Background: an optimization exercise with open tools, aiming at small area and a short achievable clock period. Do not read the settings as production practice.

Setup of the previous run:
// cast_unit
module cast_unit (
    input  wire        clk,
    input  wire        rst,
    input  wire        in_valid,
    input  wire [5:0]  in_src_fmt,
    input  wire [5:0]  in_dst_fmt,
    input  wire [1:0]  in_round,
    input  wire        in_ovf,
    input  wire [31:0] in_code,
    input  wire [63:0] in_seed,
    input  wire [15:0] in_tag,
    input  wire [47:0] in_idx,
    output reg         out_valid,
    output reg  [31:0] out_code,
    output reg         out_sat,
    output reg         out_nan,
    output reg         out_err
);
    localparam [31:0] K1 = 32'h9E37_79B9, K2 = 32'h3C6E_F372,
                      K3 = 32'hDAA6_6D2B, K4 = 32'h78DD_E6E4;
    reg        a_valid;
    reg [5:0]  a_src, a_dst;
    reg [1:0]  a_rnd;
    reg        a_ovf;
    reg [31:0] a_code;
    reg [31:0] a_x, a_y;
    always @(posedge clk) begin
        if (rst)
            a_valid <= 1'b0;
        else
            a_valid <= in_valid;
        a_src  <= in_src_fmt;
        a_dst  <= in_dst_fmt;
        a_rnd  <= in_round;
        a_ovf  <= in_ovf;
        a_code <= in_code;
        a_x    <= in_idx[31:0] ^ in_seed[31:0];
        a_y    <= {in_tag, in_idx[47:32]} ^ in_seed[63:32];
    end
  ...
Size: ~4500 cells after synthesis, roughly 390 flip-flops, about 210 I/O pins, roughly 0.028 sq mm of cells after synthesis.
clock: 24.0 ns
lec_check: 0
cap_margin: 20
core_margin: 2
core_utilization: 40
slew_margin: 20
standard.sh (not shown) runs the stock make flow with config.mk's settings and CLKGATE_MAP_FILE= SYNTH_SCRIPT=/design/flow/synth_recipe.tcl, a recipe that flattens the netlist after the stock synthesis.
==> flow/flow/run.sh <==
#!/bin/bash
# Own flow: the standard layout (standard.sh) with a different logic
# mapping step in synthesis; floorplan, placement, CTS and routing are the
# standard flow's, at the design's clock period and constraints.
#  - synthesis is ORFS synth.tcl run through synth_recipe.tcl as usual, except
#    that abc maps with flow/abc.script (area mapping under a delay target)
#    instead of abc_speed.script, and full/half-adder cells are not extracted
#    (ADDER_MAP_FILE empty). Registers are inferred before abc, so they are the
#    standard synthesis's.
#  - ABC_CLOCK_PERIOD_IN_PS is the delay target handed to abc's sizing.
#  - SETUP_SLACK_MARGIN=18.2: timing repair aims for that much setup slack
#  - port buffers are sky130_fd_sc_hd__buf_2 (one per input and output port)
# make's output goes to make.log here; each ORFS step logs under orfs/logs.
set -euo pipefail
W=$PWD
sed 's|  log_cmd abc {\*}$abc_args|  set abc_args [lreplace $abc_args 1 1 '"$W"'/flow/abc.script]\n  log_cmd abc {*}$abc_args|' "$FLOW_HOME/scripts/synth.tcl" > "$W/flow_synth.tcl"
grep -q "flow/abc.script" "$W/flow_synth.tcl"
sed "s|\$::env(SCRIPTS_DIR)/synth.tcl|$W/flow_synth.tcl|" "$W/synth_recipe.tcl" > "$W/flow_synth_recipe.tcl"
grep -q flow_synth.tcl "$W/flow_synth_recipe.tcl"
sed "s|SYNTH_SCRIPT=[^ ]*|SYNTH_SCRIPT=$W/flow_synth_recipe.tcl|" "$W/standard.sh" > "$W/flow_standard.sh"
grep -q flow_synth_recipe.tcl "$W/flow_standard.sh"
bash "$W/flow_standard.sh" ADDER_MAP_FILE= ABC_CLOCK_PERIOD_IN_PS=4000 SETUP_SLACK_MARGIN=18.2 "BUFFER_PORTS_ARGS=-buffer_cell sky130_fd_sc_hd__buf_2" finish > "$W/make.log" 2>&1
==> flow/flow/abc.script <==
strash
dch -f
map -D 4000
topo
stime -c
buffer -c
upsize -c
dnsize -c
What the current run does differently from the previous run at the input level:
Settings: a change of CORE_UTILIZATION from 40 to 55.
- NOTE buffer count excluding the clock tree in the final layout the previous run->the current run decreased by a little under 10%
- The previous run → the current run: largest net degree at the start of global routing down about 12%; total number of multi-input combinational cells shows no meaningful change.
- From the previous run to the current run the numbers moved as follows: design area lower; total length of routed wires lower; via count of the first global-routing pass shows a reduction of 411; core footprint moved down.
- Synthesized area: the previous run vs the current run identical
- The current run vs the previous run — area taken by multi-input logic gates dropped by a few percent
No run of this note included a check of the RTL's function; only the layout flow was run.

==> re-timing with driven ports <==
In the flow no input, the clock included, has a driving cell. The finished layouts below were timed again as built, in two steps.
Step 1, drivers: a clkbuf_16 drives clk and a buf_2 each remaining input, both assumed.
Step 2 times the ports against the registers' clock, not the clock port: input delays grow and output delays shrink by t, the midpoint of the rising clock arrivals with the driver on.
Slacks: no drivers / after step 1 / after step 2; pairs: no drivers / after step 1.
run	t, ns	setup slack, ns	hold WS [ns]	worst setup path at the end	pins driven straight from the clock port
the previous run	0.649	18.002 / 18.002 / 18.002	0.326 / 0.326 / 0.326	register to register	1
the current run	0.653	17.908 / 17.908 / 17.908	0.329 / 0.329 / 0.329	register to register	1
After both steps every run listed still meets setup and hold.
